This is an optimization exercise on Yosys and OpenROAD, whose aim is small area, a short achievable clock period and few clock cycles, not a production implementation.
Where RTL was checked, it was by simulation tests only, not by an equivalence proof against the original.
The RTL of run 1 was laid out without a check of its function.
Power figures rest on the tool's default switching activity, not on a simulated workload.

--- flow/config.mk ---
export PLATFORM = sky130hd
export DESIGN_NAME = sh_real32
export DESIGN_NICKNAME = sh_real32
export VERILOG_FILES = /design/flow/design.v
export SDC_FILE = /design/flow/constraint.sdc
export NUM_CORES = 4
export LEC_CHECK = 0
export CAP_MARGIN = 20
export CORE_MARGIN = 2
export CORE_UTILIZATION = 40
export SLEW_MARGIN = 20
--- flow/constraint.sdc ---
create_clock -name core_clock -period 18.0 [get_ports {clk}]
set_input_delay 3.6000 -clock core_clock [delete_from_list [all_inputs] [get_ports {clk}]]
set_output_delay 3.6000 -clock core_clock [all_outputs]
set_load 0.01 [all_outputs]
--- flow/design.v ---
module fp_round (
    input  wire               sign,
    input  wire signed [11:0] exp,      
    input  wire        [23:0] mant,
    input  wire               guard,
    input  wire               sticky,
    output reg         [31:0] result
);
    wire        round_up = guard & (sticky | mant[0]);
    wire [24:0] m1       = {1'b0, mant} + {24'd0, round_up};
    wire signed [11:0] e1 = m1[24] ? exp + 12'sd1 : exp;
    wire [22:0] frac     = m1[24] ? m1[23:1] : m1[22:0];
    always @* begin
        if (e1 >= 12'sd255)
            result = {sign, 8'hFF, 23'd0};
        else if (e1 <= 12'sd0)
            result = {sign, 31'd0};
        else
            result = {sign, e1[7:0], frac};
    end
endmodule
module fp_cmp (
    input  wire [31:0] x,
    input  wire [31:0] y,
    output wire        lt,       
    output wire        eq        
);
    wire x_zero = (x[30:0] == 31'd0);
    wire y_zero = (y[30:0] == 31'd0);
    wire both_zero = x_zero & y_zero;
    assign eq = both_zero | (x == y);
    reg lt_r;
    always @* begin
        if (both_zero)
            lt_r = 1'b0;
        else if (x[31] != y[31])
            lt_r = x[31];
        else if (!x[31])
            lt_r = x[30:0] < y[30:0];
        else
            lt_r = x[30:0] > y[30:0];
    end
    assign lt = lt_r;
endmodule
module sh_real32 (
    input  wire        clk,
    input  wire        rst,
    input  wire        in_valid,
    output wire        in_ready,
    input  wire [3:0]  in_op,
    input  wire [3:0]  in_cond,
    input  wire [31:0] in_a,
    input  wire [31:0] in_b,
    input  wire [31:0] in_c,
    output reg         out_valid,
    output reg  [31:0] out_result,
    output reg         out_inv,
    output reg         out_dz
);
    localparam [3:0] OP_FADD = 4'h0, OP_FSUB = 4'h1, OP_FMUL = 4'h2,
                     OP_FDIV = 4'h3, OP_FSQRT = 4'h4, OP_FMIN = 4'h5,
                     OP_FMAX = 4'h6, OP_FABS = 4'h7, OP_FNEG = 4'h8,
                     OP_FCMP = 4'h9, OP_FTOI = 4'hA, OP_ITOF = 4'hB,
                     OP_FLIM = 4'hC, OP_FSCALE = 4'hD;
    localparam [31:0] QNAN = 32'h7FC0_0000;
    localparam [1:0] K_FIN = 2'd0, K_ADD = 2'd1, K_MUL = 2'd2, K_CVT = 2'd3;
    localparam integer ITER_K = 2;
    localparam integer ITER_N = 24 / ITER_K;
    localparam integer DL_N = ITER_N - 2;
    integer i, j;
    reg        v1, it1;
    reg [3:0]  op_r, cond_r;
    reg [31:0] a_r, b_r, c_r;
    wire       blocked;
    assign in_ready = ~blocked;
    always @(posedge clk) begin
        if (!blocked) begin
            op_r   <= in_op;
            cond_r <= in_cond;
            a_r    <= in_a;
            b_r    <= in_b;
            c_r    <= in_c;
            it1    <= (in_op == OP_FDIV) || (in_op == OP_FSQRT);
        end
        if (rst)
            v1 <= 1'b0;
        else
            v1 <= (in_valid & ~blocked) | blocked;
    end
    wire       sa = a_r[31], sb = b_r[31], sc = c_r[31];
    wire [7:0] ea = a_r[30:23], eb = b_r[30:23], ec = c_r[30:23];
    wire [22:0] fa = a_r[22:0], fb = b_r[22:0], fc = c_r[22:0];
    wire a_zero = (ea == 8'd0);
    wire b_zero = (eb == 8'd0);
    wire a_inf  = (ea == 8'hFF) && (fa == 23'd0);
    wire b_inf  = (eb == 8'hFF) && (fb == 23'd0);
    wire a_nan  = (ea == 8'hFF) && (fa != 23'd0);
    wire b_nan  = (eb == 8'hFF) && (fb != 23'd0);
    wire c_nan  = (ec == 8'hFF) && (fc != 23'd0);
    wire a_snan = a_nan && !fa[22];
    wire b_snan = b_nan && !fb[22];
    wire a_qnan = a_nan && fa[22];
    wire b_qnan = b_nan && fb[22];
    wire [31:0] a_fl = a_zero ? {sa, 31'd0} : a_r;
    wire [31:0] b_fl = b_zero ? {sb, 31'd0} : b_r;
    wire [31:0] c_fl = (ec == 8'd0) ? {sc, 31'd0} : c_r;
    wire [23:0] ma = a_zero ? 24'd0 : {1'b1, fa};
    wire [23:0] mb = b_zero ? 24'd0 : {1'b1, fb};
    wire ab_mlt = a_fl[30:0] < b_fl[30:0];           
    wire ab_meq = a_fl[30:0] == b_fl[30:0];
    wire ab_bz  = a_zero & b_zero;
    wire ab_eq  = ab_bz | (ab_meq & (sa == sb));
    reg  ab_lt;
    always @* begin
        if (ab_bz)
            ab_lt = 1'b0;
        else if (sa != sb)
            ab_lt = sa;
        else if (!sa)
            ab_lt = ab_mlt;
        else
            ab_lt = !ab_mlt && !ab_meq;
    end
    wire ba_lt = !ab_lt && !ab_eq;
    wire ca_lt, ca_eq, cb_lt, cb_eq;
    fp_cmp u_cmp_ca (.x(c_fl), .y(a_fl), .lt(ca_lt), .eq(ca_eq));   
    fp_cmp u_cmp_cb (.x(c_fl), .y(b_fl), .lt(cb_lt), .eq(cb_eq));   
    wire        sb_eff = (op_r == OP_FSUB) ? ~sb : sb;
    wire        a_big  = !ab_mlt;
    wire        sx     = a_big ? sa : sb_eff;
    wire        sy     = a_big ? sb_eff : sa;
    wire [7:0]  ex     = a_big ? ea : eb;
    wire [23:0] mx     = a_big ? ma : mb;
    wire [23:0] my     = a_big ? mb : ma;
    wire [7:0]  d_ab   = ea - eb;
    wire [7:0]  d_ba   = eb - ea;
    wire [7:0]  d      = a_big ? d_ab : d_ba;
    wire [4:0]  d_cl   = (d > 8'd31) ? 5'd31 : d[4:0];
    reg [31:0] add_sp_res;
    reg        add_sp_inv, add_special;
    always @* begin
        add_sp_inv = 1'b0; add_special = 1'b1; add_sp_res = QNAN;
        if (a_snan || b_snan)
            add_sp_inv = 1'b1;
        else if (a_qnan || b_qnan)
            add_sp_res = QNAN;
        else if (a_inf && b_inf) begin
            if (sa != sb_eff) add_sp_inv = 1'b1;
            else              add_sp_res = {sa, 8'hFF, 23'd0};
        end else if (a_inf)
            add_sp_res = {sa, 8'hFF, 23'd0};
        else if (b_inf)
            add_sp_res = {sb_eff, 8'hFF, 23'd0};
        else
            add_special = 1'b0;
    end
    wire        s_xor = sa ^ sb;
    wire [31:0] pp0 = ma * mb[7:0];
    wire [31:0] pp1 = ma * mb[15:8];
    wire [31:0] pp2 = ma * mb[23:16];
    reg [31:0] mul_sp_res;
    reg        mul_sp_inv, mul_special;
    always @* begin
        mul_sp_inv = 1'b0; mul_special = 1'b1; mul_sp_res = QNAN;
        if (a_snan || b_snan)
            mul_sp_inv = 1'b1;
        else if (a_qnan || b_qnan)
            mul_sp_res = QNAN;
        else if ((a_inf && b_zero) || (b_inf && a_zero))
            mul_sp_inv = 1'b1;
        else if (a_inf || b_inf)
            mul_sp_res = {s_xor, 8'hFF, 23'd0};
        else if (a_zero || b_zero)
            mul_sp_res = {s_xor, 31'd0};
        else
            mul_special = 1'b0;
    end
    reg [31:0] div_sp_res;
    reg        div_sp_inv, div_sp_dz, div_special;
    always @* begin
        div_sp_inv = 1'b0; div_sp_dz = 1'b0; div_special = 1'b1;
        div_sp_res = QNAN;
        if (a_snan || b_snan)
            div_sp_inv = 1'b1;
        else if (a_qnan || b_qnan)
            div_sp_res = QNAN;
        else if (a_inf && b_inf)
            div_sp_inv = 1'b1;
        else if (a_inf)
            div_sp_res = {s_xor, 8'hFF, 23'd0};
        else if (b_inf)
            div_sp_res = {s_xor, 31'd0};
        else if (b_zero) begin
            if (a_zero)
                div_sp_inv = 1'b1;
            else begin
                div_sp_res = {s_xor, 8'hFF, 23'd0}; div_sp_dz = 1'b1;
            end
        end else if (a_zero)
            div_sp_res = {s_xor, 31'd0};
        else
            div_special = 1'b0;
    end
    reg [31:0] sqrt_sp_res;
    reg        sqrt_sp_inv, sqrt_special;
    always @* begin
        sqrt_sp_inv = 1'b0; sqrt_special = 1'b1;
        sqrt_sp_res = QNAN;
        if (a_snan)
            sqrt_sp_inv = 1'b1;
        else if (a_qnan)
            sqrt_sp_res = QNAN;
        else if (a_inf) begin
            if (sa) sqrt_sp_inv = 1'b1;
            else    sqrt_sp_res = {1'b0, 8'hFF, 23'd0};
        end else if (a_zero)
            sqrt_sp_res = {sa, 31'd0};
        else if (sa)
            sqrt_sp_inv = 1'b1;
        else
            sqrt_special = 1'b0;
    end
    reg [31:0] mm_res;
    reg        mm_inv;
    wire       is_min = (op_r == OP_FMIN);
    always @* begin
        mm_inv = 1'b0;
        if (a_snan || b_snan) begin
            mm_res = QNAN; mm_inv = 1'b1;
        end else if (a_nan && b_nan)
            mm_res = QNAN;
        else if (a_nan)
            mm_res = b_fl;
        else if (b_nan)
            mm_res = a_fl;
        else if (ab_eq) begin
            if (a_zero)
                mm_res = {is_min ? (sa | sb) : (sa & sb), 31'd0};
            else
                mm_res = a_fl;
        end else if (is_min)
            mm_res = ab_lt ? a_fl : b_fl;
        else
            mm_res = ba_lt ? a_fl : b_fl;
    end
    reg cmp_bit;
    always @* begin
        if (a_nan || b_nan)
            cmp_bit = (cond_r == 4'h1) || (cond_r == 4'hA);
        else begin
            case (cond_r)
                4'h0:    cmp_bit = ab_eq;
                4'h1:    cmp_bit = !ab_eq;
                4'h2:    cmp_bit = ab_lt;
                4'h3:    cmp_bit = !ab_lt;
                4'h4:    cmp_bit = ab_lt || ab_eq;
                4'h5:    cmp_bit = ba_lt;
                4'hB:    cmp_bit = 1'b1;
                default: cmp_bit = 1'b0;
            endcase
        end
    end
    wire cmp_inv = a_snan || b_snan;
    reg [31:0] lim_res;
    reg        lim_inv;
    always @* begin
        lim_inv = 1'b0;
        if (a_nan || b_nan || c_nan) begin
            lim_res = QNAN; lim_inv = 1'b1;
        end else if (cb_lt)
            lim_res = c_fl;
        else if (ab_lt)
            lim_res = b_fl;
        else if (ca_lt)
            lim_res = c_fl;
        else
            lim_res = a_fl;
    end
    wire [31:0] sgn_src = a_nan ? a_r : a_fl;
    wire [31:0] abs_res = {1'b0, sgn_src[30:0]};
    wire [31:0] neg_res = {~sgn_src[31], sgn_src[30:0]};
    wire signed [9:0] ue = $signed({2'b00, ea}) - 10'sd127;
    wire [5:0]  ftoi_sh  = ue[5:0] + 6'd9;             
    wire [63:0] ftoi_fix = {40'd0, ma} << ftoi_sh;
    wire [31:0] itof_mag = sa ? (32'd0 - a_r) : a_r;
    wire signed [33:0] sc_exp = $signed({26'd0, ea}) + $signed({{2{b_r[31]}}, b_r});
    reg [31:0] scale_res;
    reg        scale_inv;
    always @* begin
        scale_inv = 1'b0;
        if (a_snan) begin
            scale_res = QNAN; scale_inv = 1'b1;
        end else if (a_qnan)
            scale_res = QNAN;
        else if (a_inf || a_zero)
            scale_res = a_fl;
        else if (sc_exp >= 34'sd255)
            scale_res = {sa, 8'hFF, 23'd0};
        else if (sc_exp <= 34'sd0)
            scale_res = {sa, 31'd0};
        else
            scale_res = {sa, sc_exp[7:0], fa};
    end
    reg  [1:0]  s1_kind;
    reg         s1_s, s1_inv, s1_dz, s1_g, s1_st, s1_ftoi;
    reg  [31:0] s1_w;
    always @* begin
        s1_kind = K_FIN; s1_s = 1'b0; s1_inv = 1'b0; s1_dz = 1'b0;
        s1_g = 1'b0; s1_st = 1'b0; s1_ftoi = 1'b0; s1_w = 32'd0;
        case (op_r)
            OP_FADD, OP_FSUB: begin
                if (add_special) begin
                    s1_w = add_sp_res; s1_inv = add_sp_inv;
                end else
                    s1_kind = K_ADD;
            end
            OP_FMUL: begin
                if (mul_special) begin
                    s1_w = mul_sp_res; s1_inv = mul_sp_inv;
                end else begin
                    s1_kind = K_MUL; s1_s = s_xor;
                end
            end
            OP_FDIV:  begin s1_w = div_sp_res; s1_inv = div_sp_inv; s1_dz = div_sp_dz; end
            OP_FSQRT: begin s1_w = sqrt_sp_res; s1_inv = sqrt_sp_inv; end
            OP_FMIN, OP_FMAX: begin s1_w = mm_res; s1_inv = mm_inv; end
            OP_FABS:  s1_w = abs_res;
            OP_FNEG:  s1_w = neg_res;
            OP_FCMP:  begin s1_w = {31'd0, cmp_bit}; s1_inv = cmp_inv; end
            OP_FTOI: begin
                if (a_nan) begin
                    s1_w = 32'd0; s1_inv = 1'b1;
                end else if (a_zero || ue < -10'sd1)
                    s1_w = 32'd0;
                else if (ue >= 10'sd31) begin
                    if (sa && ue == 10'sd31 && fa == 23'd0)
                        s1_w = 32'h8000_0000;
                    else begin
                        s1_w = sa ? 32'h8000_0000 : 32'h7FFF_FFFF;
                        s1_inv = 1'b1;
                    end
                end else begin
                    s1_kind = K_CVT; s1_ftoi = 1'b1; s1_s = sa;
                    s1_w = ftoi_fix[63:32]; s1_g = ftoi_fix[31]; s1_st = |ftoi_fix[30:0];
                end
            end
            OP_ITOF: begin
                s1_kind = K_CVT; s1_s = sa; s1_w = itof_mag;
            end
            OP_FLIM:   begin s1_w = lim_res; s1_inv = lim_inv; end
            OP_FSCALE: begin s1_w = scale_res; s1_inv = scale_inv; end
            default: ;
        endcase
    end
    wire go_div  = (op_r == OP_FDIV)  && !div_special;
    wire go_sqrt = (op_r == OP_FSQRT) && !sqrt_special;
    wire go_it   = v1 && (go_div || go_sqrt);
    wire [24:0] dv_d1   = {1'b0, ma} - {1'b0, mb};
    wire        dv_pre  = dv_d1[24];                   
    wire [24:0] dv_d2   = {ma, 1'b0} - {1'b0, mb};
    wire [24:0] dv_r1   = dv_pre ? dv_d2 : dv_d1;      
    wire signed [9:0] dv_exp = $signed({2'b00, ea}) - $signed({2'b00, eb}) + 10'sd127
                             - (dv_pre ? 10'sd1 : 10'sd0);
    wire        sq_odd  = ~ea[0];
    wire signed [9:0] sq_exp = ((($signed({2'b00, ea}) - 10'sd127) - (sq_odd ? 10'sd1 : 10'sd0)) >>> 1)
                             + 10'sd127;
    wire [1:0]  sq_top  = sq_odd ? {1'b1, fa[22]} : 2'b01;
    wire [23:0] sq_rest = sq_odd ? {fa[21:0], 2'b00} : {fa, 1'b0};
    wire        u0_busy, u1_busy, u0_rnd, u1_rnd;
    assign blocked = v1 && it1 && u0_busy && u1_busy;
    wire start0  = go_it && !u0_busy;
    wire start1  = go_it && u0_busy && !u1_busy;
    wire s1_go   = v1 && !go_it && !blocked;
    wire        st_sign = go_sqrt ? 1'b0 : s_xor;
    wire [9:0]  st_exp  = go_sqrt ? sq_exp : dv_exp;
    wire [26:0] st_rem  = go_sqrt ? {25'd0, sq_top - 2'b01} : {1'b0, dv_r1, 1'b0};
    wire [23:0] st_dr   = go_sqrt ? sq_rest : mb;
    wire        u0_sign, u1_sign;
    wire [9:0]  u0_exp, u1_exp;
    wire [24:0] u0_q, u1_q;
    wire        u0_st, u1_st;
    fp_divsqrt_unit #(.ITER_K(ITER_K), .ITER_N(ITER_N)) u_it0 (
        .clk(clk), .rst(rst), .start(start0), .sqrt(go_sqrt), .sign(st_sign),
        .exp(st_exp), .rem(st_rem), .dr(st_dr), .busy(u0_busy), .rnd(u0_rnd),
        .q_sign(u0_sign), .q_exp(u0_exp), .q(u0_q), .q_st(u0_st)
    );
    fp_divsqrt_unit #(.ITER_K(ITER_K), .ITER_N(ITER_N)) u_it1 (
        .clk(clk), .rst(rst), .start(start1), .sqrt(go_sqrt), .sign(st_sign),
        .exp(st_exp), .rem(st_rem), .dr(st_dr), .busy(u1_busy), .rnd(u1_rnd),
        .q_sign(u1_sign), .q_exp(u1_exp), .q(u1_q), .q_st(u1_st)
    );
    wire        ur_sign = u1_rnd ? u1_sign : u0_sign;
    wire [9:0]  ur_exp  = u1_rnd ? u1_exp : u0_exp;
    wire [24:0] ur_q    = u1_rnd ? u1_q : u0_q;
    wire        ur_st   = u1_rnd ? u1_st : u0_st;
    wire [31:0] it_res;
    fp_round u_round_it (
        .sign(ur_sign), .exp({{2{ur_exp[9]}}, ur_exp}), .mant(ur_q[24:1]), .guard(ur_q[0]),
        .sticky(ur_st), .result(it_res)
    );
    reg        v2;
    reg [1:0]  kind2;
    reg        s2, inv2, dz2, g2, st2, ftoi2;
    reg [31:0] w2;
    reg        sx2, zs2, sub2;
    reg [7:0]  ex2;
    reg [23:0] mx2, my2;
    reg [4:0]  d2;
    reg [31:0] pp0_2, pp1_2, pp2_2;
    reg signed [9:0] me2;
    always @(posedge clk) begin
        if (rst)
            v2 <= 1'b0;
        else
            v2 <= s1_go;
        kind2 <= s1_kind; s2 <= s1_s; inv2 <= s1_inv; dz2 <= s1_dz;
        g2 <= s1_g; st2 <= s1_st; ftoi2 <= s1_ftoi; w2 <= s1_w;
        sx2 <= sx; zs2 <= sa & sb_eff; sub2 <= sx ^ sy;
        ex2 <= ex; mx2 <= mx; my2 <= my; d2 <= d_cl;
        pp0_2 <= pp0; pp1_2 <= pp1; pp2_2 <= pp2;
        me2 <= $signed({2'b00, ea}) + $signed({2'b00, eb}) - 10'sd126;
    end
    wire [53:0] my_wide = {my2, 30'd0} >> d2;
    wire [26:0] my_sh   = {my_wide[53:28], |my_wide[27:0]};
    wire [26:0] mx_ext  = {mx2, 3'b000};
    wire [27:0] sum     = sub2 ? ({1'b0, mx_ext} - {1'b0, my_sh})
                               : ({1'b0, mx_ext} + {1'b0, my_sh});
    wire [47:0] pa = {16'd0, pp0_2};
    wire [47:0] pb = {8'd0, pp1_2, 8'd0};
    wire [47:0] pc = {pp2_2, 16'd0};
    wire [47:0] cs_s = pa ^ pb ^ pc;
    wire [47:0] cs_c = {(pa[46:0] & pb[46:0]) | (pa[46:0] & pc[46:0]) | (pb[46:0] & pc[46:0]), 1'b0};
    wire [47:0] prod = cs_s + cs_c;
    wire        ftoi_up  = g2 & (st2 | w2[0]);
    wire [31:0] ftoi_mag = w2 + {31'd0, ftoi_up};
    wire [31:0] ftoi_res = s2 ? (32'd0 - ftoi_mag) : ftoi_mag;
    reg        v3, fin3, s3, zs3, st3, inv3, dz3;
    reg signed [9:0] e3;
    reg [31:0] x3;
    always @(posedge clk) begin
        if (rst)
            v3 <= 1'b0;
        else
            v3 <= v2;
        inv3 <= inv2; dz3 <= dz2;
        case (kind2)
            K_ADD: begin
                fin3 <= 1'b0; s3 <= sx2; zs3 <= zs2; st3 <= 1'b0;
                e3 <= $signed({2'b00, ex2}) + 10'sd1; x3 <= {sum, 4'd0};
            end
            K_MUL: begin
                fin3 <= 1'b0; s3 <= s2; zs3 <= 1'b0; st3 <= |prod[15:0];
                e3 <= me2; x3 <= prod[47:16];
            end
            K_CVT: begin
                fin3 <= ftoi2; s3 <= s2; zs3 <= 1'b0; st3 <= 1'b0;
                e3 <= 10'sd158; x3 <= ftoi2 ? ftoi_res : w2;
            end
            default: begin
                fin3 <= 1'b1; s3 <= 1'b0; zs3 <= 1'b0; st3 <= 1'b0;
                e3 <= 10'sd0; x3 <= w2;
            end
        endcase
    end
    reg [5:0] lz;
    always @* begin
        lz = 6'd32;
        for (i = 0; i <= 31; i = i + 1)
            if (x3[i]) lz = 31 - i;
    end
    wire [31:0] nx = x3 << lz[4:0];
    reg        v4, fin4, s4, z4, inv4, dz4;
    reg signed [11:0] e4;
    reg [31:0] x4;           
    always @(posedge clk) begin
        if (rst)
            v4 <= 1'b0;
        else
            v4 <= v3;
        fin4 <= fin3; inv4 <= inv3; dz4 <= dz3;
        z4 <= (x3 == 32'd0);
        s4 <= (x3 == 32'd0) ? zs3 : s3;
        e4 <= $signed({{2{e3[9]}}, e3}) - $signed({6'd0, lz});
        x4 <= fin3 ? x3 : {nx[31:7], (|nx[6:0]) | st3, 6'd0};
    end
    wire [31:0] fp_rnd;
    fp_round u_round (
        .sign(s4), .exp(e4), .mant(x4[31:8]), .guard(x4[7]),
        .sticky(x4[6]), .result(fp_rnd)
    );
    wire [31:0] s4_res = fin4 ? x4 : z4 ? {s4, 31'd0} : fp_rnd;
    reg [DL_N-1:0]    dl_v;
    reg [34*DL_N-1:0] dl_d;
    always @(posedge clk) begin
        if (rst)
            dl_v <= {DL_N{1'b0}};
        else
            dl_v <= {dl_v[DL_N-2:0], v4};
        dl_d <= {dl_d[34*DL_N-35:0], inv4, dz4, s4_res};
        if (rst)
            out_valid <= 1'b0;
        else
            out_valid <= dl_v[DL_N-1] | u0_rnd | u1_rnd;
        if (u0_rnd | u1_rnd) begin
            out_result <= it_res;
            out_inv    <= 1'b0;
            out_dz     <= 1'b0;
        end else begin
            {out_inv, out_dz, out_result} <= dl_d[34*DL_N-1 -: 34];
        end
    end
endmodule
module fp_divsqrt_unit #(
    parameter integer ITER_K = 2,
    parameter integer ITER_N = 12
) (
    input  wire        clk,
    input  wire        rst,
    input  wire        start,
    input  wire        sqrt,
    input  wire        sign,
    input  wire [9:0]  exp,
    input  wire [26:0] rem,
    input  wire [23:0] dr,
    output wire        busy,
    output wire        rnd,
    output reg         q_sign,
    output reg  [9:0]  q_exp,
    output reg  [24:0] q,
    output wire        q_st
);
    integer j;
    reg        act, is_sqrt;
    reg [3:0]  cnt;
    reg [26:0] r;
    reg [23:0] d;
    assign busy = act && (cnt != 4'd0);
    assign rnd  = act && (cnt == 4'd0);
    assign q_st = (r != 27'd0);
    reg [26:0] ch_rem, ch_a, ch_b;
    reg [24:0] ch_q;
    reg [23:0] ch_dr;
    reg [27:0] ch_diff;
    always @* begin
        ch_rem = r; ch_q = q; ch_dr = d;
        for (j = 0; j < ITER_K; j = j + 1) begin
            ch_a    = is_sqrt ? {ch_rem[24:0], ch_dr[23:22]} : ch_rem;
            ch_b    = is_sqrt ? {ch_q[24:0], 2'b01} : {3'd0, ch_dr};
            ch_diff = {1'b0, ch_a} - {1'b0, ch_b};
            ch_q    = {ch_q[23:0], ~ch_diff[27]};
            if (is_sqrt) begin
                ch_rem = ch_diff[27] ? ch_a : ch_diff[26:0];
                ch_dr  = {ch_dr[21:0], 2'b00};
            end else
                ch_rem = ch_diff[27] ? {ch_a[25:0], 1'b0} : {ch_diff[25:0], 1'b0};
        end
    end
    always @(posedge clk) begin
        if (rst)
            act <= 1'b0;
        else if (start)
            act <= 1'b1;
        else if (rnd)
            act <= 1'b0;
        if (start) begin
            cnt     <= ITER_N[3:0];
            is_sqrt <= sqrt;
            q       <= 25'd1;
            q_sign  <= sign;
            q_exp   <= exp;
            r       <= rem;
            d       <= dr;
        end else if (busy) begin
            cnt <= cnt - 4'd1;
            q   <= ch_q;
            r   <= ch_rem;
            d   <= ch_dr;
        end
    end
endmodule
--- flow/run.sh ---
#!/bin/bash
# synth_recipe.tcl (not shown) runs the flow's synth.tcl, then flattens the netlist and writes it again
# the make line also repeats each setting of config.mk as NAME=value (left out here)
make -C /OpenROAD-flow-scripts/flow DESIGN_CONFIG=/design/flow/config.mk WORK_HOME=/design/flow/orfs CLKGATE_MAP_FILE= SYNTH_SCRIPT=/design/flow/synth_recipe.tcl finish
==> impl_metrics.yaml, run 1 <==
timing:
  setup_tns_ns: 0
  final_hold_viol_count: 0
  drv_slew: 0
  period_needed_ns: 9.75
  worst_pin_slew_ns: 1.33
  setup-violations-final: 0
  slew_headroom_pct: 10.1
  skew_ns: 0.0540
  min_period_over_period_pct: 54.2
  fin_ws_ns: 8.25
  fmax_ghz: 0.103
  rsz0062_at_grt: "false"
synthesis:
  seq_area_frac_synth_pct: 27.9
  ys.flop_type: "dfxtp_1"
  ys_types: 104
  syn-cell-area_um2: 78900
  syn_area_per_cell_um2: 8.58
  ys_warn_count: 4
  syn-num-nets: 10300
  synth_seq_cells: 986
  syn_inst: 9196
  synth-edff-count: 231
  async_flop_share_pct: 0
power_and_ir_drop:
  switching_share_pct: 43.5
  p_switching_uw: 5040
  internal-power_uw: 6550
  vdd_drop_max_mv: 0.195
  pwr-share-comb_pct: 51.1
  clkPwrFrac_pct: 20.5
  p_per_area_nw_per_um2: 133
  p_seq_share_pct: 28.4
  cellLeakagePower_uw: 0.0363
die:
  fp.coreArea_um2: 197000
  dieArea_um2: 201000
  die_w_um: 448
  die_y_um: 448
  placementRows: 163
  initial_utilization_pct: 40.1
  ios: 143
clocking:
  cts_tree: "done"
  clk_path_buf_depth: 3
  cts_made_buffers: 106
  cts_setup_buffers: 0
  cts_root_buf: "clkbuf_16"
  hold_buffers: 0
  clkSinkCount: 986
  clk_pin_slew_ns: 0.06
  post_cts_resized: 0
  ctsHtreeMaxLevel: 3
  insertion_delay_ns: 0.79
global_routing:
  grt_antenna_before_repair: 24
  grt_max_degree: 99
  grtUsageTotal_pct: 29.6
  grt_pass1_wl_um: 445000
  grt_pass1_vias: 67800
  grt-ovfl-total: 0
finish:
  final_core_util_pct: 44.4
  num-fill-cells: 19300
  fin_cells: 11900
  nNetsFinal: 10300
  layout_commonest_cell: "nand2_1"
  syn_to_final_growth_pct: 10.6
  final_area_um2: 87200
  final_cell_mix: "nand2_1, dfxtp_1, a21oi_1"
  drive_above_1_share_pct: 6.87
route:
  drtAntennaViolNets: 0
  viasPerCell: 5.92
  wirelength_um: 303000
  first_pass_iters: 7
  detail_route.iter0.violations: 7840
  routedWlPerCell_um: 25.5
  vias: 70400
  remaining_drc_errors: 0
worst_setup_path:
  required_ns: 18.49
  slowest_delay_ns: 0.81
  cp-end-kind: "register"
  critPathMaxFanout: 94
  cp-start-kind: "register"
  crit_type: "register to register"
  path_common_cell: "o21ai_0"
  cp_data_arrival_time_ns: 10.25
  slowest_stage: "buf_4"
placement:
  dp_cells: 11700
  dpl.hpwl_um: 232000
  gp_congestion: 1.02
  portBuffers: 142
  dp_slack_ns: 8.43
  dpl_cell_area_um2: 83300
run_status:
  outcome: "timing/DRC/antenna clean"
hold_path:
  min_path_type: "register to register"
flow_run:
  maxCapViolCount: 0
flip-flops by register name, indices dropped and copies added (netlist names), 25 cells and up:
signal,count
x3,32
u_it0.r,27
pp2_2,32
w2,32
c_r,32
b_r,32
u_it1.r,27
pp0_2,32
x4,32
u_it1.q,25
out_result,32
pp1_2,32
dl_d,340
u_it0.q,25
a_r,32
cells in the mapped netlist (46+ instances only):
library cell | count | area share, %
nand2_1 | 1134 | 5.4
dfxtp_1 | 755 | 19
a21oi_1 | 705 | 4.5
inv_1 | 657 | 3.1
nor2_1 | 623 | 3.0
ha_1 | 600 | 9.5
o21ai_0 | 568 | 3.6
fa_1 | 426 | 11
clkbuf_1 | 420 | 2.0
xnor2_1 | 311 | 3.5
edfxtp_1 | 231 | 8.8
nor3_1 | 223 | 1.4
mux2i_1 | 199 | 2.5
and2_1 | 196 | 1.6
nand3_1 | 178 | 1.1
a21o_1 | 132 | 1.3
nor2b_1 | 129 | 1.0
xor2_1 | 124 | 1.4
o211ai_1 | 105 | 1.0
and3_1 | 96 | 0.76
a211oi_1 | 94 | 0.89
mux2_2 | 90 | 1.3
a31oi_1 | 79 | 0.63
nor4_1 | 75 | 0.59
nand4_1 | 73 | 0.58
a22o_1 | 63 | 0.70
nand2b_1 | 61 | 0.48
o21a_1 | 58 | 0.55
mux4_2 | 57 | 1.6
o31ai_1 | 49 | 0.47
o21bai_1 | 48 | 0.46
o22ai_1 | 46 | 0.36
layout make-up:
class	count	area (um2)	area share (%)
clock inverter	70	903	1.04
inverter	672	2520	2.89
sequential	986	22100	25.3
antenna	10	25.0	0.0287
timing repair buffer	319	2750	3.15
clock buffer	132	2960	3.39
tap	2640	3300	3.79
multi-input combinational	7054	52700	60.4
kinds of logic (layout without fill, tap and decap cells):
kind of cell	Yosys count	count (layout)	share of synthesized area, %
XOR/XNOR	435	435	4.83
buffers and inverters	1156	1193	5.57
other	0	10	0
multiplexers	349	349	5.50
AO/OA/AOI/OAI	2287	2287	18.3
AND/OR/NAND/NOR	2957	2957	17.5
adder cells (fa/ha/maj)	1026	1026	20.3
flip-flops	986	986	27.9
metal layers:
layer	up-vias	global-route usage, %	part of all wire [%]
met5	-	0	0.031
met3	769	5.61	8.5
met4	16	19.4	7.6
met2	3405	45.8	44
met1	34000	37.8	40
li1	32200	-	-
worst max-delay path: cells and delay by family, from the launching register on:
kind                     cells  cell delay [ns]
buffers and inverters        4             2.01
adder cells (fa/ha/maj)      2             0.58
AND/OR/NAND/NOR              5             1.01
flip-flops                   1             0.36
AO/OA/AOI/OAI               21             5.47
power groups by stage:
| stage | combinational (uW) | sequential, uW | clock (uW) |
|---|---|---|---|
| 2_1_floorplan | 3970 | 3140 | 0 |
| 3_3_place_gp | 5710 | 3320 | 0 |
| 3_5_place_dp | 5780 | 3330 | 0 |
| 4_1_cts | 5830 | 3290 | 2420 |
| 5_1_grt | 6460 | 3340 | 2510 |
| 6_report | 5930 | 3290 | 2380 |
path summary, 6_finish.rpt:
kind / startpoint / end / slack, ns / cells after the start
min reg2reg: dl_d[88] / dl_d[122] / 0.30 / 0
min: dl_d[88] / dl_d[122] / 0.30 / 0
max: u_it1.is_sqrt / u_it1.r[10] / 8.25 / 32
max reg2reg: u_it1.is_sqrt / u_it1.r[10] / 8.25 / 32
per-stage QoR:
stage,hold slack (ns),total power (uW)
floorplan,0.310,7110
global placement,0.310,9040
detailed placement,0.312,9110
CTS,0.308,11500
global route,0.318,12300
finish,0.304,11600
==> inputs of run 2 (changes only) <==
--- a/flow/design.v
+++ b/flow/design.v
@@ -565,16 +565,12 @@
         if (start) begin
             cnt     <= ITER_N[3:0];
             is_sqrt <= sqrt;
-            q       <= 25'd1;
             q_sign  <= sign;
             q_exp   <= exp;
-            r       <= rem;
-            d       <= dr;
-        end else if (busy) begin
+        end else if (busy)
             cnt <= cnt - 4'd1;
-            q   <= ch_q;
-            r   <= ch_rem;
-            d   <= ch_dr;
-        end
+        q <= start ? 25'd1 : ch_q;
+        r <= start ? rem : ch_rem;
+        d <= start ? dr : ch_dr;
     end
 endmodule
==> flow/flow/run.sh (new file) <==
#!/bin/bash
# Standard layout (the standard.sh: standard synthesis, floorplan, place,
# CTS, route, finish) with timing repair aimed at a setup margin, so that the
# repair also shortens paths that already meet the clock period.
set -euo pipefail
export SETUP_SLACK_MARGIN=${MARGIN:-11}
bash standard.sh > standard_make.log 2>&1
==> flow/standard.sh (new file) <==
#!/bin/bash
# synth_recipe.tcl (not shown) runs the flow's synth.tcl, then flattens the netlist and writes it again
# the make line also repeats each setting of config.mk as NAME=value (left out here)
make -C /OpenROAD-flow-scripts/flow DESIGN_CONFIG=/design/flow/config.mk WORK_HOME=/design/flow/orfs CLKGATE_MAP_FILE= SYNTH_SCRIPT=/design/flow/synth_recipe.tcl "${@:-finish}"
removed: flow/run.sh
==> run 2 against run 1 <==
Final area up 3.4%. Power rose by 48%. Register-to-register slack gained 2.8 ns. Utilization up 2.1 points. Combinational power increased by 91%. Setup slack better by 2.8 ns. Sequential share of layout area down 2.0 points. Clock-buffer cell count grew 11. Non-clock buffer count increased by 202. Sequential power up 9.1%. Critical path type unchanged. Largest power group unchanged.
==> impl_metrics.yaml, run 2 <==
run_status:
  outcome: "timing/DRC/antenna clean"
global_routing:
  grt-ovfl-total: 0
  grt_pass1_wl_um: 474000
  grt_max_degree: 94
  grt_antenna_before_repair: 30
  grtUsageTotal_pct: 32.2
  grt_pass1_vias: 69900
timing:
  period_needed_ns: 6.93
  worst_pin_slew_ns: 1.31
  setup_tns_ns: 0
  skew_ns: 0.0987
  min_period_over_period_pct: 38.5
  fin_ws_ns: 11.07
  fmax_ghz: 0.144
  setup-violations-final: 0
  final_hold_viol_count: 0
  rsz0062_at_grt: "true"
  slew_headroom_pct: 12.0
  drv_slew: 0
finish:
  final_cell_mix: "nand2_1, dfxtp_1, a21oi_1"
  top_register: "dl_d"
  layout_commonest_cell: "nand2_1"
  largest_reg_flops: 340
  drive_above_1_share_pct: 10.7
  nNetsFinal: 10500
  fin_cells: 12100
  syn_to_final_growth_pct: 15.7
synthesis:
  syn-num-nets: 10400
  syn_area_per_cell_um2: 8.41
  synth-adder-area-share_pct: 20.5
  ys_types: 99
  post_synth_main_area_contributors: "dfxtp_1, fa_1, ha_1, nand2_1, edfxtp_1"
  synth_compound_area_share_pct: 18.1
  ys.flop_type: "dfxtp_1"
  synth_top_area_cell: "dfxtp_1"
  async_flop_share_pct: 0
  synth_mux_area_share_pct: 5.20
  syn-cell-area_um2: 77900
  syn_inst: 9266
  synth-edff-count: 129
  ys_warn_count: 4
  yosys-top-cells-count: "nand2_1, dfxtp_1, a21oi_1"
  synth.most_common_cell: "nand2_1"
  synth_seq_cells: 986
  synth-xor-area-share_pct: 4.77
  synth_top_family_by_area: "adder cells"
  netlist.area_leader.share_pct: 22.0
  seq_area_frac_synth_pct: 27.0
  synth_simple_gate_area_share_pct: 18.7
worst_setup_path:
  cp-start-kind: "register"
  required_ns: 18.71
  cp_data_arrival_time_ns: 7.65
  cp-end-kind: "register"
  crit_type: "register to register"
  critPathMaxFanout: 10
  r2r_setup_slack_ns: 11.07
  r2r_cells: 25
die:
  placementRows: 162
  dieArea_um2: 198000
  die_w_um: 445
  die_y_um: 445
  ios: 143
  fp.coreArea_um2: 194000
  initial_utilization_pct: 40.1
clocking:
  cts_tree: "done"
  insertion_delay_ns: 0.83
  cts_made_buffers: 109
  cts_root_buf: "clkbuf_16"
  clkSinkCount: 986
  clk_path_buf_depth: 3
  ctsHtreeMaxLevel: 3
  clk_pin_slew_ns: 0.06
route:
  first_pass_iters: 6
  remaining_drc_errors: 0
  vias: 72700
  drtAntennaViolNets: 0
  detail_route.iter0.violations: 7792
  routedWlPerCell_um: 27.3
  wirelength_um: 330000
  viasPerCell: 6.02
placement:
  dp_cells: 11600
  dpl.hpwl_um: 247000
  dp_slack_ns: 8.98
  portBuffers: 142
  gp_congestion: 1.04
power_and_ir_drop:
  p_per_area_nw_per_um2: 191
  vdd_drop_max_mv: 0.177
  cellLeakagePower_uw: 0.0385
hold_path:
  hold_depth: 0
  min_path_type: "register to register"
flow_run:
  maxCapViolCount: 0
==> run 2: changes by cell type in the layout (fill, tap and decap cells not counted), sizes merged, moves of 39 or more <==
cell,before,now
dfxtp,755,857
and3,96,185
nand2,1135,1044
nand2b,61,100
edfxtp,231,129
buf,176,355
o211ai,105,60
mux2i,202,243
==> run 2: final timing paths <==
path | end | start
min | dl_d[36] | dl_d[2]
min reg2reg | dl_d[36] | dl_d[2]
max reg2reg | pp1_2[30] | b_r[28]
max | pp1_2[30] | b_r[28]
==> run 2: logic make-up after synthesis <==
family	Yosys count
buffers and inverters	1164
XOR/XNOR	424
multiplexers	364
AND/OR/NAND/NOR	3052
AO/OA/AOI/OAI	2252
adder cells (fa/ha/maj)	1024
flip-flops	986
==> run 2: cell type report <==
| type | count | area [um2] |
|---|---|---|
| antenna | 23 | 57.6 |
| clock buffer | 143 | 3140 |
| clock inverter | 64 | 744 |
| fill | 18900 | 104000 |
| inverter | 677 | 2650 |
| multi-input combinational | 7121 | 54100 |
| sequential | 986 | 21000 |
| tap | 2542 | 3180 |
| timing repair buffer | 521 | 5310 |
==> run 2: worst max-delay path, cell delays in order, from the launching register on <==
cell        delay [ns]
edfxtp_1          0.49
nor4_4            0.39
nand3_4           0.23
buf_4             0.20
buf_6             0.15
nand2_1           0.07
buf_4             0.30
clkinvlp_4        0.18
ha_1              0.23
inv_1             0.11
fa_1              0.42
fa_1              0.53
fa_1              0.43
fa_1              0.50
inv_1             0.04
ha_2              0.30
and2_1            0.18
a31o_2            0.22
a41oi_2           0.18
a211o_1           0.22
o21ai_2           0.08
o31a_1            0.33
or4b_4            0.55
a31o_4            0.23
a21oi_2           0.13
xnor2_1           0.13
==> run 2: metal layers <==
layer  global-route usage [%]  routed length (um)  vias to the layer above
met3                     5.61               28000                     1015
met2                     49.5              144000                     3794
met4                     24.2               29600                       24
met1                     40.3              128000                    35100
li1                         -                   -                    32700
met5                        0                 159                        -
==> run 2: report_power, final <==
group | internal (uW) | leakage [uW] | switching [uW]
sequential | 3000 | 0.00847 | 585
clock | 1340 | 0.00189 | 1030
combinational | 4610 | 0.0282 | 6640
==> run 2: metrics by stage <==
stage | area (um2) | total power (uW) | util (%) | hold slack, ns
finish | 90200 | 17200 | 46.4 | 0.311
floorplan | 78000 | 10300 | - | 0.310
global placement | 82200 | 13300 | 42.3 | 0.311
detailed placement | 82200 | 13400 | 42.4 | 0.312
global route | 90200 | 18400 | 46.4 | 0.295
CTS | 88000 | 16200 | 45.3 | 0.298
==> run 2: repair_timing <==
item / 4_1_cts / 5_1_grt
hold buffers: 0 / 0
endpoints found under the setup margin: 187 / 96
buffers inserted: 65 / 99
resized for setup: 186 / 227
pin swaps: 26 / 94
endpoints found under the hold margin: 0 / 0
cloned: 21 / 15
Testbench counts of run 2, summed over its fixed seeds: cycles 35,014.
==> inputs of run 3 (changes only) <==
--- a/flow/design.v
+++ b/flow/design.v
@@ -64,15 +64,17 @@
                      OP_FLIM = 4'hC, OP_FSCALE = 4'hD;
     localparam [31:0] QNAN = 32'h7FC0_0000;
     localparam [1:0] K_FIN = 2'd0, K_ADD = 2'd1, K_MUL = 2'd2, K_CVT = 2'd3;
-    localparam integer ITER_K = 2;
-    localparam integer ITER_N = 24 / ITER_K;
+    localparam integer ITER_N = 12;
     localparam integer DL_N = ITER_N - 2;
     integer i, j;
     reg        v1, it1;
     reg [3:0]  op_r, cond_r;
     reg [31:0] a_r, b_r, c_r;
-    wire       blocked;
-    assign in_ready = ~blocked;
+    reg        a_e0, a_e1, a_f0, b_e0, b_e1, b_f0, c_e0, c_e1, c_f0;
+    reg        rdy;
+    wire       blocked = ~rdy;
+    wire       blocked_nx;
+    assign in_ready = rdy;
     always @(posedge clk) begin
         if (!blocked) begin
             op_r   <= in_op;
@@ -81,29 +83,41 @@
             b_r    <= in_b;
             c_r    <= in_c;
             it1    <= (in_op == OP_FDIV) || (in_op == OP_FSQRT);
+            a_e0   <= (in_a[30:23] == 8'h00);
+            a_e1   <= (in_a[30:23] == 8'hFF);
+            a_f0   <= (in_a[22:0] == 23'd0);
+            b_e0   <= (in_b[30:23] == 8'h00);
+            b_e1   <= (in_b[30:23] == 8'hFF);
+            b_f0   <= (in_b[22:0] == 23'd0);
+            c_e0   <= (in_c[30:23] == 8'h00);
+            c_e1   <= (in_c[30:23] == 8'hFF);
+            c_f0   <= (in_c[22:0] == 23'd0);
+        end
+        if (rst) begin
+            v1  <= 1'b0;
+            rdy <= 1'b1;
+        end else begin
+            v1  <= (in_valid & ~blocked) | blocked;
+            rdy <= ~blocked_nx;
         end
-        if (rst)
-            v1 <= 1'b0;
-        else
-            v1 <= (in_valid & ~blocked) | blocked;
     end
     wire       sa = a_r[31], sb = b_r[31], sc = c_r[31];
     wire [7:0] ea = a_r[30:23], eb = b_r[30:23], ec = c_r[30:23];
     wire [22:0] fa = a_r[22:0], fb = b_r[22:0], fc = c_r[22:0];
-    wire a_zero = (ea == 8'd0);
-    wire b_zero = (eb == 8'd0);
-    wire a_inf  = (ea == 8'hFF) && (fa == 23'd0);
-    wire b_inf  = (eb == 8'hFF) && (fb == 23'd0);
-    wire a_nan  = (ea == 8'hFF) && (fa != 23'd0);
-    wire b_nan  = (eb == 8'hFF) && (fb != 23'd0);
-    wire c_nan  = (ec == 8'hFF) && (fc != 23'd0);
+    wire a_zero = a_e0;
+    wire b_zero = b_e0;
+    wire a_inf  = a_e1 && a_f0;
+    wire b_inf  = b_e1 && b_f0;
+    wire a_nan  = a_e1 && !a_f0;
+    wire b_nan  = b_e1 && !b_f0;
+    wire c_nan  = c_e1 && !c_f0;
     wire a_snan = a_nan && !fa[22];
     wire b_snan = b_nan && !fb[22];
     wire a_qnan = a_nan && fa[22];
     wire b_qnan = b_nan && fb[22];
     wire [31:0] a_fl = a_zero ? {sa, 31'd0} : a_r;
     wire [31:0] b_fl = b_zero ? {sb, 31'd0} : b_r;
-    wire [31:0] c_fl = (ec == 8'd0) ? {sc, 31'd0} : c_r;
+    wire [31:0] c_fl = c_e0 ? {sc, 31'd0} : c_r;
     wire [23:0] ma = a_zero ? 24'd0 : {1'b1, fa};
     wire [23:0] mb = b_zero ? 24'd0 : {1'b1, fb};
     wire ab_mlt = a_fl[30:0] < b_fl[30:0];           
@@ -155,9 +169,11 @@
             add_special = 1'b0;
     end
     wire        s_xor = sa ^ sb;
-    wire [31:0] pp0 = ma * mb[7:0];
-    wire [31:0] pp1 = ma * mb[15:8];
-    wire [31:0] pp2 = ma * mb[23:16];
+    wire [23:0] ma_n = {1'b1, fa};
+    wire [23:0] mb_n = {1'b1, fb};
+    wire [31:0] pp0 = ma_n * mb_n[7:0];
+    wire [31:0] pp1 = ma_n * mb_n[15:8];
+    wire [31:0] pp2 = ma_n * mb_n[23:16];
     reg [31:0] mul_sp_res;
     reg        mul_sp_inv, mul_special;
     always @* begin
@@ -280,8 +296,7 @@
     wire [31:0] abs_res = {1'b0, sgn_src[30:0]};
     wire [31:0] neg_res = {~sgn_src[31], sgn_src[30:0]};
     wire signed [9:0] ue = $signed({2'b00, ea}) - 10'sd127;
-    wire [5:0]  ftoi_sh  = ue[5:0] + 6'd9;             
-    wire [63:0] ftoi_fix = {40'd0, ma} << ftoi_sh;
+    wire [4:0]  ftoi_sh  = 5'd30 - ue[4:0];            
     wire [31:0] itof_mag = sa ? (32'd0 - a_r) : a_r;
     wire signed [33:0] sc_exp = $signed({26'd0, ea}) + $signed({{2{b_r[31]}}, b_r});
     reg [31:0] scale_res;
@@ -341,7 +356,7 @@
                     end
                 end else begin
                     s1_kind = K_CVT; s1_ftoi = 1'b1; s1_s = sa;
-                    s1_w = ftoi_fix[63:32]; s1_g = ftoi_fix[31]; s1_st = |ftoi_fix[30:0];
+                    s1_w = {3'd0, ftoi_sh, ma};
                 end
             end
             OP_ITOF: begin
@@ -359,34 +374,39 @@
     wire        dv_pre  = dv_d1[24];                   
     wire [24:0] dv_d2   = {ma, 1'b0} - {1'b0, mb};
     wire [24:0] dv_r1   = dv_pre ? dv_d2 : dv_d1;      
-    wire signed [9:0] dv_exp = $signed({2'b00, ea}) - $signed({2'b00, eb}) + 10'sd127
-                             - (dv_pre ? 10'sd1 : 10'sd0);
+    wire signed [9:0] dv_exp0 = $signed({2'b00, ea}) - $signed({2'b00, eb}) + 10'sd127;
+    wire signed [9:0] dv_exp1 = $signed({2'b00, ea}) - $signed({2'b00, eb}) + 10'sd126;
+    wire signed [9:0] dv_exp  = dv_pre ? dv_exp1 : dv_exp0;
     wire        sq_odd  = ~ea[0];
     wire signed [9:0] sq_exp = ((($signed({2'b00, ea}) - 10'sd127) - (sq_odd ? 10'sd1 : 10'sd0)) >>> 1)
                              + 10'sd127;
     wire [1:0]  sq_top  = sq_odd ? {1'b1, fa[22]} : 2'b01;
     wire [23:0] sq_rest = sq_odd ? {fa[21:0], 2'b00} : {fa, 1'b0};
-    wire        u0_busy, u1_busy, u0_rnd, u1_rnd;
-    assign blocked = v1 && it1 && u0_busy && u1_busy;
+    wire        u0_busy, u1_busy, u0_rnd, u1_rnd, u0_busy_nx, u1_busy_nx;
     wire start0  = go_it && !u0_busy;
     wire start1  = go_it && u0_busy && !u1_busy;
     wire s1_go   = v1 && !go_it && !blocked;
+    wire v1_nx   = (in_valid & ~blocked) | blocked;
+    wire it1_nx  = blocked ? it1 : ((in_op == OP_FDIV) || (in_op == OP_FSQRT));
+    assign blocked_nx = v1_nx && it1_nx && u0_busy_nx && u1_busy_nx;
     wire        st_sign = go_sqrt ? 1'b0 : s_xor;
     wire [9:0]  st_exp  = go_sqrt ? sq_exp : dv_exp;
-    wire [26:0] st_rem  = go_sqrt ? {25'd0, sq_top - 2'b01} : {1'b0, dv_r1, 1'b0};
+    wire [25:0] st_rem  = go_sqrt ? {24'd0, sq_top - 2'b01} : {1'b0, dv_r1};
     wire [23:0] st_dr   = go_sqrt ? sq_rest : mb;
+    wire [25:0] dv_3d   = {2'b00, mb} + {1'b0, mb, 1'b0};
+    wire [25:0] st_t3   = go_sqrt ? 26'd4 : dv_3d;
     wire        u0_sign, u1_sign;
     wire [9:0]  u0_exp, u1_exp;
     wire [24:0] u0_q, u1_q;
     wire        u0_st, u1_st;
-    fp_divsqrt_unit #(.ITER_K(ITER_K), .ITER_N(ITER_N)) u_it0 (
+    fp_divsqrt_unit #(.ITER_N(ITER_N)) u_it0 (
         .clk(clk), .rst(rst), .start(start0), .sqrt(go_sqrt), .sign(st_sign),
-        .exp(st_exp), .rem(st_rem), .dr(st_dr), .busy(u0_busy), .rnd(u0_rnd),
+        .exp(st_exp), .rem(st_rem), .dr(st_dr), .t3(st_t3), .busy(u0_busy), .rnd(u0_rnd), .busy_nx(u0_busy_nx),
         .q_sign(u0_sign), .q_exp(u0_exp), .q(u0_q), .q_st(u0_st)
     );
-    fp_divsqrt_unit #(.ITER_K(ITER_K), .ITER_N(ITER_N)) u_it1 (
+    fp_divsqrt_unit #(.ITER_N(ITER_N)) u_it1 (
         .clk(clk), .rst(rst), .start(start1), .sqrt(go_sqrt), .sign(st_sign),
-        .exp(st_exp), .rem(st_rem), .dr(st_dr), .busy(u1_busy), .rnd(u1_rnd),
+        .exp(st_exp), .rem(st_rem), .dr(st_dr), .t3(st_t3), .busy(u1_busy), .rnd(u1_rnd), .busy_nx(u1_busy_nx),
         .q_sign(u1_sign), .q_exp(u1_exp), .q(u1_q), .q_st(u1_st)
     );
     wire        ur_sign = u1_rnd ? u1_sign : u0_sign;
@@ -420,8 +440,10 @@
         pp0_2 <= pp0; pp1_2 <= pp1; pp2_2 <= pp2;
         me2 <= $signed({2'b00, ea}) + $signed({2'b00, eb}) - 10'sd126;
     end
-    wire [53:0] my_wide = {my2, 30'd0} >> d2;
-    wire [26:0] my_sh   = {my_wide[53:28], |my_wide[27:0]};
+    wire [23:0] sh_m    = ftoi2 ? w2[23:0] : my2;
+    wire [4:0]  sh_d    = ftoi2 ? w2[28:24] : d2;
+    wire [54:0] my_wide = {sh_m, 31'd0} >> sh_d;
+    wire [26:0] my_sh   = {my_wide[54:29], |my_wide[28:0]};
     wire [26:0] mx_ext  = {mx2, 3'b000};
     wire [27:0] sum     = sub2 ? ({1'b0, mx_ext} - {1'b0, my_sh})
                                : ({1'b0, mx_ext} + {1'b0, my_sh});
@@ -431,10 +453,7 @@
     wire [47:0] cs_s = pa ^ pb ^ pc;
     wire [47:0] cs_c = {(pa[46:0] & pb[46:0]) | (pa[46:0] & pc[46:0]) | (pb[46:0] & pc[46:0]), 1'b0};
     wire [47:0] prod = cs_s + cs_c;
-    wire        ftoi_up  = g2 & (st2 | w2[0]);
-    wire [31:0] ftoi_mag = w2 + {31'd0, ftoi_up};
-    wire [31:0] ftoi_res = s2 ? (32'd0 - ftoi_mag) : ftoi_mag;
-    reg        v3, fin3, s3, zs3, st3, inv3, dz3;
+    reg        v3, fin3, ftoi3, s3, zs3, g3, st3, inv3, dz3;
     reg signed [9:0] e3;
     reg [31:0] x3;
     always @(posedge clk) begin
@@ -443,6 +462,8 @@
         else
             v3 <= v2;
         inv3 <= inv2; dz3 <= dz2;
+        ftoi3 <= (kind2 == K_CVT) && ftoi2;
+        g3 <= my_wide[23];
         case (kind2)
             K_ADD: begin
                 fin3 <= 1'b0; s3 <= sx2; zs3 <= zs2; st3 <= 1'b0;
@@ -453,8 +474,8 @@
                 e3 <= me2; x3 <= prod[47:16];
             end
             K_CVT: begin
-                fin3 <= ftoi2; s3 <= s2; zs3 <= 1'b0; st3 <= 1'b0;
-                e3 <= 10'sd158; x3 <= ftoi2 ? ftoi_res : w2;
+                fin3 <= ftoi2; s3 <= s2; zs3 <= 1'b0; st3 <= ftoi2 & (|my_wide[22:0]);
+                e3 <= 10'sd158; x3 <= ftoi2 ? {1'b0, my_wide[54:24]} : w2;
             end
             default: begin
                 fin3 <= 1'b1; s3 <= 1'b0; zs3 <= 1'b0; st3 <= 1'b0;
@@ -469,6 +490,9 @@
             if (x3[i]) lz = 31 - i;
     end
     wire [31:0] nx = x3 << lz[4:0];
+    wire        ftoi_up  = g3 & (st3 | x3[0]);
+    wire [31:0] ftoi_mag = x3 + {31'd0, ftoi_up};
+    wire [31:0] ftoi_res = s3 ? (32'd0 - ftoi_mag) : ftoi_mag;
     reg        v4, fin4, s4, z4, inv4, dz4;
     reg signed [11:0] e4;
     reg [31:0] x4;           
@@ -481,7 +505,7 @@
         z4 <= (x3 == 32'd0);
         s4 <= (x3 == 32'd0) ? zs3 : s3;
         e4 <= $signed({{2{e3[9]}}, e3}) - $signed({6'd0, lz});
-        x4 <= fin3 ? x3 : {nx[31:7], (|nx[6:0]) | st3, 6'd0};
+        x4 <= ftoi3 ? ftoi_res : fin3 ? x3 : {nx[31:7], (|nx[6:0]) | st3, 6'd0};
     end
     wire [31:0] fp_rnd;
     fp_round u_round (
@@ -511,7 +535,6 @@
     end
 endmodule
 module fp_divsqrt_unit #(
-    parameter integer ITER_K = 2,
     parameter integer ITER_N = 12
 ) (
     input  wire        clk,
@@ -520,41 +543,43 @@
     input  wire        sqrt,
     input  wire        sign,
     input  wire [9:0]  exp,
-    input  wire [26:0] rem,
+    input  wire [25:0] rem,
     input  wire [23:0] dr,
+    input  wire [25:0] t3,
     output wire        busy,
     output wire        rnd,
+    output wire        busy_nx,      
     output reg         q_sign,
     output reg  [9:0]  q_exp,
     output reg  [24:0] q,
     output wire        q_st
 );
-    integer j;
     reg        act, is_sqrt;
     reg [3:0]  cnt;
-    reg [26:0] r;
+    reg [25:0] r;
     reg [23:0] d;
+    reg [25:0] k3;
     assign busy = act && (cnt != 4'd0);
     assign rnd  = act && (cnt == 4'd0);
-    assign q_st = (r != 27'd0);
-    reg [26:0] ch_rem, ch_a, ch_b;
-    reg [24:0] ch_q;
-    reg [23:0] ch_dr;
-    reg [27:0] ch_diff;
-    always @* begin
-        ch_rem = r; ch_q = q; ch_dr = d;
-        for (j = 0; j < ITER_K; j = j + 1) begin
-            ch_a    = is_sqrt ? {ch_rem[24:0], ch_dr[23:22]} : ch_rem;
-            ch_b    = is_sqrt ? {ch_q[24:0], 2'b01} : {3'd0, ch_dr};
-            ch_diff = {1'b0, ch_a} - {1'b0, ch_b};
-            ch_q    = {ch_q[23:0], ~ch_diff[27]};
-            if (is_sqrt) begin
-                ch_rem = ch_diff[27] ? ch_a : ch_diff[26:0];
-                ch_dr  = {ch_dr[21:0], 2'b00};
-            end else
-                ch_rem = ch_diff[27] ? {ch_a[25:0], 1'b0} : {ch_diff[25:0], 1'b0};
-        end
-    end
+    assign busy_nx = start || (busy && (cnt != 4'd1));
+    assign q_st = (r != 26'd0);
+    wire [28:0] op_a  = is_sqrt ? {r[24:0], d[23:20]} : {3'd0, r[23:0], 2'b00};
+    wire [28:0] op_b1 = is_sqrt ? {1'b0, q[24:0], 3'b001}       : {5'd0, d};
+    wire [28:0] op_b2 = is_sqrt ? {q[24:0], 4'b0100}            : {4'd0, d, 1'b0};
+    wire [28:0] op_b3 = is_sqrt ? {k3[25:0], 3'b001}            : {3'd0, k3};
+    wire [29:0] df1   = {1'b0, op_a} - {1'b0, op_b1};
+    wire [29:0] df2   = {1'b0, op_a} - {1'b0, op_b2};
+    wire [29:0] df3   = {1'b0, op_a} - {1'b0, op_b3};
+    wire        ge1   = ~df1[29];
+    wire        ge2   = ~df2[29];
+    wire        ge3   = ~df3[29];
+    wire [1:0]  dig   = ge3 ? 2'd3 : ge2 ? 2'd2 : ge1 ? 2'd1 : 2'd0;
+    wire [25:0] r_nx  = ge3 ? df3[25:0] : ge2 ? df2[25:0] : ge1 ? df1[25:0] : op_a[25:0];
+    wire [25:0] k3_dn = k3 - 26'd1;
+    wire [25:0] k3_up = k3 + 26'd1;
+    wire [25:0] k3_nx = (dig == 2'd0) ? {k3_dn[23:0], 2'b01} :
+                        (dig == 2'd1) ? {k3[23:0], 2'b00} :
+                        (dig == 2'd2) ? {k3[23:0], 2'b11} : {k3_up[23:0], 2'b10};
     always @(posedge clk) begin
         if (rst)
             act <= 1'b0;
@@ -569,8 +594,9 @@
             q_exp   <= exp;
         end else if (busy)
             cnt <= cnt - 4'd1;
-        q <= start ? 25'd1 : ch_q;
-        r <= start ? rem : ch_rem;
-        d <= start ? dr : ch_dr;
+        q  <= start ? 25'd1 : {q[22:0], dig};
+        r  <= start ? rem : r_nx;
+        d  <= start ? dr : (is_sqrt ? {d[19:0], 4'd0} : d);
+        k3 <= start ? t3 : (is_sqrt ? k3_nx : k3);
     end
 endmodule
==> flow/flow/run.sh (replaced) <==
#!/bin/bash
# Standard layout (the standard.sh: standard synthesis, floorplan, place,
# CTS, route, finish) with timing repair aimed at a setup margin, so that the
# repair also shortens paths that already meet the clock period.
set -euo pipefail
export SETUP_SLACK_MARGIN=${MARGIN:-12.5}
bash standard.sh > standard_make.log 2>&1
==> run 3 against run 2 <==
First-iteration DRC count is 7.5% lower. Flip-flop and latch count up 60. Clock-buffer cell count grew 6. Final cell count grew 4.4%. Non-clock buffer count down 29. Synthesized cell count up 4.1%. Register-to-register slack improved by 1.2 ns. Fmax is 21% higher. Critical endpoint is now pp2_2[28]. Largest cell class unchanged. Largest power group unchanged.
==> impl_metrics.yaml, run 3 <==
run_status:
  outcome: "timing/DRC/antenna clean"
die:
  dieArea_um2: 211000
  ios: 143
  placementRows: 167
  die_w_um: 460
  initial_utilization_pct: 40.2
  fp.coreArea_um2: 207000
  die_y_um: 460
timing:
  min_period_over_period_pct: 31.9
  worst_pin_slew_ns: 1.26
  final_hold_viol_count: 0
  setup_tns_ns: 0
  skew_ns: 0.108
  rsz0062_at_grt: "true"
  fmax_ghz: 0.174
  drv_slew: 0
  slew_headroom_pct: 15.2
  setup-violations-final: 0
  fin_hold_ws_ns: 0.307
  period_needed_ns: 5.74
  fin_ws_ns: 12.26
power_and_ir_drop:
  pwr-share-comb_pct: 58.0
  clkPwrFrac_pct: 17.2
  p_per_area_nw_per_um2: 159
  p_switching_uw: 6880
  cellLeakagePower_uw: 0.0399
  internal-power_uw: 8250
  p_seq_share_pct: 24.8
  switching_share_pct: 45.5
  vdd_drop_max_mv: 0.118
finish:
  num-fill-cells: 19900
  final_core_util_pct: 46.2
  syn_to_final_growth_pct: 15.0
  nNetsFinal: 10900
  drive_above_1_share_pct: 10.4
  final_cell_mix: "nand2_1, dfxtp_1, inv_1"
  top_register: "dl_d"
  largest_reg_flops: 340
  layout_commonest_cell: "nand2_1"
  fin_cells: 12600
synthesis:
  async_flop_share_pct: 0
  yosys-top-cells-count: "nand2_1, dfxtp_1, inv_1"
  syn-cell-area_um2: 83000
  syn-num-nets: 10800
  seq_area_frac_synth_pct: 28.1
  syn_area_per_cell_um2: 8.60
  ys_types: 107
  netlist.area_leader.share_pct: 19.5
  synth_top_area_cell: "dfxtp_1"
  ys_warn_count: 4
  post_synth_main_area_contributors: "dfxtp_1, fa_1, ha_1, edfxtp_1, nand2_1"
  ys.flop_type: "dfxtp_1"
  synth.most_common_cell: "nand2_1"
  syn_inst: 9649
  synth_seq_cells: 1046
  synth-edff-count: 237
route:
  remaining_drc_errors: 0
  first_pass_iters: 9
  vias: 75000
  detail_route.iter0.violations: 7205
  drtAntennaViolNets: 0
  viasPerCell: 5.95
  wirelength_um: 342000
  routedWlPerCell_um: 27.1
worst_setup_path:
  r2r-end: "pp2_2[28]"
  cp-start-kind: "register"
  r2r_cells: 22
  crit_type: "register to register"
  crit-reg2reg-launch: "a_r[8]"
  cp-end-kind: "register"
  critPathMaxFanout: 5
  required_ns: 18.72
  cp_data_arrival_time_ns: 6.46
  r2r_setup_slack_ns: 12.26
placement:
  dp_cells: 12200
  dp_slack_ns: 11.10
  portBuffers: 142
  dpl.hpwl_um: 255000
  gp_congestion: 1.02
clocking:
  clkSinkCount: 1046
  hold_buffers: 0
  insertion_delay_ns: 0.84
  clk_path_buf_depth: 3
  cts_root_buf: "clkbuf_16"
  cts_tree: "done"
  cts_made_buffers: 116
  clk_pin_slew_ns: 0.07
  ctsHtreeMaxLevel: 3
global_routing:
  grt_use_met3_pct: 5.14
  top_usage_layer: "met2"
  use_met2_pct: 50.1
  grt_pass1_vias: 73100
  grt_pass1_wl_um: 490000
  grt_antenna_before_repair: 34
  grt_max_degree: 85
  grtUsageTotal_pct: 31.3
  grtUsageMet1_pct: 39.0
  grt-ovfl-total: 0
flow_run:
  maxCapViolCount: 0
hold_path:
  min_from: "dl_d[261]"
  whs_endpoint: "dl_d[295]"
  min_path_type: "register to register"
  hold_depth: 0
-- run 3: cell types whose count changed in the layout (fill, tap and decap cells not counted), sizes merged, moves of 74 or more --
| cell | previous run | this run |
|---|---|---|
| and3 | 185 | 94 |
| nor2 | 658 | 584 |
| and2 | 186 | 360 |
| a21oi | 710 | 606 |
| xnor2 | 277 | 366 |
| edfxtp | 129 | 237 |
-- run 3: cell type report --
cell class | instances | area (um2) | share of cell area, %
multi-input combinational | 7455 | 57000 | 59.7
sequential | 1046 | 23300 | 24.4
timing repair buffer | 492 | 5000 | 5.23
tap | 2704 | 3380 | 3.54
clock buffer | 149 | 3240 | 3.40
inverter | 659 | 2500 | 2.62
clock inverter | 72 | 995 | 1.04
antenna | 26 | 65.1 | 0.0681
-- run 3: critical path, cell delays in order, from the launching register on --
cell and delay [ns]:
edfxtp_1 0.45, buf_12 0.19, and2_1 0.18, fa_1 0.54, inv_1 0.06, fa_1 0.57, fa_1 0.44, fa_1 0.50
inv_1 0.05, ha_2 0.20, a21oi_2 0.12, nor2b_1 0.06, or4_1 0.40, o211a_1 0.31, a31o_4 0.26, o41ai_4 0.23
o211ai_1 0.17, o41a_1 0.35, a21oi_2 0.16, nor2b_1 0.06, o21ai_1 0.15, nor2b_2 0.17, xnor2_1 0.12
-- run 3: kinds of logic (layout without fill, tap and decap cells) --
kind of cell    Yosys count  after routing  synth area share [%]
simple gates           3250           3250                  18.9
compound gates         2227           2229                  17.3
buf+inv                1152           1372                  5.29
fa+ha+maj              1070           1070                  20.0
flops                  1046           1046                  28.1
xor+xnor                539            539                  5.69
mux                     365            367                  4.80
other cells               0             26                     0
-- run 3: what timing repair did --
item,in CTS,in global routing
pin swaps,37,87
setup buffers,82,64
gates resized for setup,191,211
gates cloned,13,14
endpoints found under the setup margin,289,178
-- run 3: worst max path at each step --
stage,from,endpoint,slack (ns),cells after the start
after floorplan,a_r[6],pp2_2[30],12.19,23
after global placement,ftoi2,x3[29],11.21,24
after detailed placement,a_e0,w2[24],11.10,20
after CTS,a_r[7],pp2_2[28],12.27,21
after global routing,b_r[20],pp2_2[28],12.04,22
final,a_r[8],pp2_2[28],12.26,22
-- run 3: through the flow --
step	power, uW	instance area, um2
6_report	15100	95500
5_1_grt	16100	95500
4_1_cts	14800	93700
3_5_place_dp	11900	87500
3_3_place_gp	11700	87500
2_1_floorplan	9310	83300
-- run 3: per-layer routing --
layer  vias to the layer above  routed length [um]
li1                      34200                   -
met1                     36500              136000
met2                      3464              154000
met3                       847               25800
met4                         8               25900
met5                         -                  58
-- run 3: power by group through the flow --
stage                     sequential (uW)  clock, uW  combinational (uW)
after detailed placement             3800          0                8070
after global routing                 3810       2730                9590
final                                3750       2600                8780
after CTS                            3740       2650                8390
after floorplan                      3460          0                5850
after global placement               3780          0                7950
Testbench counts of run 3, summed over its fixed seeds: cycles 35,014.

-- separate check: timing with driven ports --
No port has a modelled driver above. Below, the same layouts with a new extraction and two added sets of constraints.
Step 1: set_driving_cell puts a clkbuf_16 on clk and a buf_2 on each other input, an assumption about the parent block.
Step 2 adds t to the input delays and takes it off the output delays; t is the mean of the earliest and latest rising clock arrival at the registers after step 1. Input paths then give back, and output paths get back, about the clock's delay inside the block.
a / b / c = ideal ports / drivers / drivers and shift; a / b = the first two.
| run | shift t [ns] | setup slack, ns | hold slack, ns | worst register clock-pin slew, ns | worst slew at a driven data input, ns |
|---|---|---|---|---|---|
| run 1 | 0.857 | 8.246 / 8.246 / 8.246 | 0.304 / 0.304 / 0.304 | 0.07 / 0.07 | 0.13 |
| run 2 | 0.875 | 11.065 / 11.065 / 11.065 | 0.311 / 0.311 / 0.311 | 0.10 / 0.10 | 0.06 |
| run 3 | 0.875 | 12.264 / 12.264 / 12.264 | 0.307 / 0.307 / 0.307 | 0.08 / 0.08 | 0.23 |
After both steps setup and hold are still met in every run listed.
